Background: an optimization exercise with open tools, aiming at small area. Do not read the settings as production practice. Where RTL was checked, it was by simulation tests only, not by an equivalence proof against the original. The RTL of run 1 was laid out without a check of its function.

==> flow/design.v, too long to show whole: its modules and the start of the top module <==
// module rdsp_acc_unit: 1210 lines
module rdsp_acc_unit (
    input  wire        clk,
    input  wire        rst,
    input  wire        in_valid,
    input  wire [3:0]  in_op,
    input  wire [1:0]  in_ad,
    input  wire [1:0]  in_as,
    input  wire [31:0] in_s,
    input  wire [31:0] in_t,
    input  wire [31:0] in_x,
    input  wire [4:0]  in_sh,
    input  wire [1:0]  in_w,
    input  wire [4:0]  in_b,
    input  wire        in_sat,
    input  wire        clr_sticky,
    output reg         out_xv,
    output reg  [31:0] out_x,
    output reg         out_fv,
    output reg         out_z,
    output reg         out_n,
    output reg         out_av,
    output reg         out_lv
);
  // ...
==> flow/run.sh <==
#!/bin/bash
# synth_recipe.tcl (not shown) runs the flow's synth.tcl, then flattens the netlist and writes it again
# the make line also repeats each setting of config.mk as NAME=value (left out here)
make -C /OpenROAD-flow-scripts/flow DESIGN_CONFIG=/design/flow/config.mk WORK_HOME=/design/flow/orfs CLKGATE_MAP_FILE= SYNTH_SCRIPT=/design/flow/synth_recipe.tcl finish
==> flow/config.mk <==
export PLATFORM = sky130hd
export DESIGN_NAME = rdsp_acc_unit
export DESIGN_NICKNAME = rdsp_acc_unit
export VERILOG_FILES = /design/flow/design.v
export SDC_FILE = /design/flow/constraint.sdc
export NUM_CORES = 4
export LEC_CHECK = 0
export CAP_MARGIN = 20
export CORE_MARGIN = 2
export CORE_UTILIZATION = 40
export PLACE_DENSITY = 0.6
export SLEW_MARGIN = 20
==> flow/constraint.sdc <==
create_clock -name core_clock -period 12.0 [get_ports {clk}]
set_input_delay 2.4000 -clock core_clock [delete_from_list [all_inputs] [get_ports {clk}]]
set_output_delay 2.4000 -clock core_clock [all_outputs]
set_load 0.01 [all_outputs]
==> notes.md, run 1 <==
* Final std cells w/o fill at 5109
* DR WL/cell at 29.9 um
* Largest class: multi-input gates
* Syn_nets at around 4300
* Most used DFF post-synth: edfxtp_1
* Fmax at ~0.086 GHz
* Min-Delay Endpoint: out_x[26]
* Post-Synth Simple-Gate Area at 0.117
* Crit path time final at 11670 ps
* Max Clock Skew at between 50 and 60 ps
* Placed Instances at around 5000
* Critical Path End: r_av
* Crit. Startpoint: in_op[2]
* Crit-path max cell delay at 650 ps
* Hold path depth at 0
* Die width at 300 um
* Multi-input gates at approximately 2900
* CTS Buf Count at 34
* Initial antenna violation count at 3
* Crit end category: flip-flop
* Post-CTS Resized at 0
* Chip height at 300 um
* Critical R2R Capture: r_av
* Slowest-stage cell, CP: mux2_2
* Largest area contributor in the synthesized netlist: fa_1
* Status: timing/DRC/antenna clean
* CP max FO at 32
* CTS tree: done
* Worst reg-to-reg setup slack at 2550 ps
* Final Setup Violations at 0
* Worst min path class: reg -> reg
* Signal buf overhead at 0.0814
* Routed met2 length at 68200 um
* Worst-Skew Late Latency at 610 ps
* Pre-CTS setup slack at -38.3 ps
* Core area at 0.0868 sq mm
==> run 2: changes to the inputs <==
--- a/flow/design.v
+++ b/flow/design.v
@@ -85,17 +85,18 @@
     wire [15:0] s_l = in_s[15:0];
     wire [15:0] s_h = in_s[31:16];
     wire use1 = is_mac && !op_mach;
     wire use2 = is_mac && !op_macl;
     wire [15:0] t1 = op_macx ? in_t[31:16] : (use1 ? in_t[15:0] : 16'd0);
     wire [15:0] t2 = op_macx ? in_t[15:0]  : (use2 ? in_t[31:16] : 16'd0);
     wire neg1 = op_msu;
     wire neg2 = op_msu | op_macd;
-    wire [40:0] shx = $signed({a_d, 1'b0}) >>> in_sh;
+    wire signed [40:0] shin = {a_d, 1'b0};
+    wire signed [40:0] shx = shin >>> in_sh;
     wire [39:0] shr = shx[40:1];
     wire        guard = shx[0];
     reg  [29:0] smask;
     integer k;
     always @(*) begin
         for (k = 0; k < 30; k = k + 1)
             smask[k] = (in_sh > k + 1);
     end
==> run 2 against run 1 <==
Effect of this change:
- final cell count stayed put
- still clean on timing, DRC and antenna
- clock skew did not move
- core utilization unchanged
- setup slack unchanged
- first-iteration DRC count did not move
- cell area stayed put
- critical endpoint unchanged
==> notes.md, run 2 <==
* Status: timing/DRC/antenna clean (unchanged)
* CTS hold repair buffers at 0 (unchanged)
* CTS clk-pin slew, worst paths at 60 ps (about the same)
* Synthesized flop and latch total at 287 (unchanged)
* CTS Root Cell: clkbuf_16 (unchanged)
* Clock sink count at 287 (unchanged)
* Crit start category: primary input (unchanged)
* Worst slew margin at 0.184 (unchanged)
* Setup bufs post-CTS at 0 (unchanged)
* Die width at 300 um (unchanged)
* Finished Core Util at 0.458 (unchanged)
* DIE AREA at 0.0899 sq mm (unchanged)
* Top cells by area, synth: fa_1, edfxtp_1, xnor2_1 (unchanged)
* DR WL/cell at 29.9 um (unchanged)
* Most used DFF post-synth: edfxtp_1 (unchanged)
* Fmax at 0.0857 GHz (unchanged)
* IO Count at 159 (unchanged)
* Initial Util at 0.404 (unchanged)
* Final nets at 4419 (unchanged)
* Post-synthesis to final-layout area growth at 13.6% (unchanged)
* Area share of the largest cell type after synthesis at 0.170 (unchanged)
* CP max FO at 32 (unchanged)
* Most common cell after layout, fill and taps aside: inv_1 (unchanged)
* DP HPWL at 122000 um (unchanged)
* GRT Overall Usage at 0.334 (unchanged)
* Post-route ant nets at 0 (unchanged)
* Crit-path max cell delay at 650 ps (about the same)
* Part of the Yosys area used for sequential elements at 0.210 (unchanged)
* Syn_nets at 4323 (unchanged)
* Final Setup Violations at 0 (unchanged)
* Bufs on Longest Clock Path at 3 (unchanged)
* Total gr overflow at 0 (unchanged)
* CP Class: in -> reg (unchanged)
* CTS Buf Count at 34 (unchanged)
* Initial antenna violation count at 3 (unchanged)
* Setup_tns at 0 ps (unchanged)
* Chip height at 300 um (unchanged)
* Largest area contributor in the synthesized netlist: fa_1 (unchanged)
* Critical path data required time at 12450 ps (about the same)
* Share of layout cells above drive strength 1 at 0.114 (unchanged)
* Vias in the first global route at 31300 (unchanged)
* Slowest-stage cell, CP: mux2_2 (unchanged)
* PortBufs at 158 (unchanged)
* Core area at 0.0868 sq mm (unchanged)
* Vias at 32400 (unchanged)
* Vias per inst at 6.35 (unchanged)
* Post-Synthesis Cells at 3829 (unchanged)
* Max Clock Skew at 58.8 ps (unchanged)
* Delay-heaviest family, CP: adder cells (unchanged)
* Largest net degree at the start of global routing at 79 (unchanged)
* RSZ-0062 raised after global routing: false (unchanged)
* Gp weighted congestion at 1.03 (unchanged)
* Crit end category: flip-flop (unchanged)
* CTS tree: done (unchanged)
* Synth Area per Inst at 9.14 sq um (unchanged)
* Worst min path class: reg -> reg (unchanged)
* Final hold slack at 321 ps (unchanged)
* # rows at 108 (unchanged)
* Worst path buffer plus inverter count at 5 (unchanged)
* First-pass GRT wire length at 221000 um (unchanged)
* Post-synth EDFFs at 160 (unchanged)
* Slew @ Worst Pin at 1210 ps (unchanged)
* Post-CTS Resized at 0 (unchanged)
* Post-synthesis cell type count at 98 (unchanged)
* Most Frequent Cell on Critical Path: fa_1 (unchanged)
* Final hold viol count at 0 (unchanged)
* Most frequent cells in the layout: inv_1, xnor2_1, fa_1 (unchanged)
* Max-slew violations at 0 (unchanged)
* Synth top cells by count: inv_1, xnor2_1, fa_1, nand2_1, a22oi_1 (unchanged)
* Crit path time final at 11670 ps (unchanged)
* Worst-Skew Late Latency at 610 ps (about the same)
* DRC at 0 (unchanged)
* Final wirelength at 153000 um (unchanged)
* TritonRoute pass-1 iters at 9 (unchanged)
* Ys Warns at 1 (unchanged)
* CTS H-Tree Depth at 2 (unchanged)
* Netlist Area Pre-Place at 0.0350 sq mm (unchanged)
* Worst Path Arrival at 12120 ps (about the same)
* Post-synth ARST share at 0 (unchanged)
* Fin crit share at 0.973 (unchanged)
* DR iter-0 viols at 4177 (unchanged)
* # Max-Cap Violations at 0 (unchanged)
-- run 2: cell counts in the layout (fill, tap and decap cells not counted) --
Identical to the previous run, type by type.
-- run 2: worst reg2reg max path: cells and delay by family (launching register included) --
| kind | cells | cell delay, ps |
|---|---|---|
| adder cells (fa/ha/maj) | 5 | 2340 |
| AO/OA/AOI/OAI | 16 | 4200 |
| flip-flops | 1 | 340 |
| buffers and inverters | 4 | 1140 |
| AND/OR/NAND/NOR | 4 | 1340 |
-- run 2: final timing paths --
path	start	endpoint	slack, ps	cells past startpoint
setup / recovery	in_op[2]	r_av	330	32
hold / removal	q_x[26]	out_x[26]	320	0
setup reg to reg	zm[3]	r_av	2550	29
hold reg to reg	q_x[26]	out_x[26]	320	0
-- run 2: stage by stage --
step           std cells  cell area (sq um)  worst slack, ps
6_report            5109              39800              326
5_1_grt             5107              39800             16.6
4_1_cts             5106              39700              516
3_5_place_dp        5044              38500            -38.3
3_3_place_gp        5044              38500             24.6
2_1_floorplan       3829              35000              194
-- run 2: layout make-up --
cell class / instances / area [sq um]
Antenna cell: 3 / 7.51
Clock buffer: 45 / 996
Clock inverter: 17 / 204
Fill cell: 8471 / 47000
Inverter: 343 / 1290
Multi-Input combinational cell: 2888 / 25200
Sequential cell: 287 / 7350
Tap cell: 1155 / 1450
Timing Repair Buffer: 371 / 3240
-- run 2: cells by family after synthesis --
group,after synthesis,share of synthesized area
compound gates,1091,0.222
xor+xnor,417,0.104
fa+ha+maj,373,0.197
buf+inv,654,0.0737
flops,287,0.210
mux,175,0.0763
simple gates,832,0.117
-- run 2: routing by layer --
layer  up-vias  GRT usage  routed length [um]
met3       432     0.0619               14400
met1     16100      0.436               60100
met5         -          0                   0
li1      13900          -                   -
met2      2002      0.520               68200
met4         0      0.192               10200

static timing again, ports no longer ideal:
In the flow no input, the clock included, has a driving cell. The finished layouts below were timed again as built, in two steps. Step 1, drivers: a clkbuf_16 drives clk and a buf_2 each remaining input, both assumed. Step 2, shift: input delay + t, output delay - t, t = (earliest + latest rising clock arrival at the registers) / 2. This alone moves slack from input paths to output paths. a / b / c = ideal ports / drivers / drivers and shift; a / b = the first two.
| run | t (ns) | setup slack, ns | hold WS [ns] | worst slew at a driven data input, ns |
|---|---|---|---|---|
| run 1 | 0.647 | 0.326 / 0.358 / -0.289 | 0.321 / 0.321 / 0.321 | 0.06 |
| run 2 | 0.647 | 0.326 / 0.358 / -0.289 | 0.321 / 0.321 / 0.321 | 0.06 |
With both steps, setup timing fails in run 1 and run 2, where it was met with ideal ports.
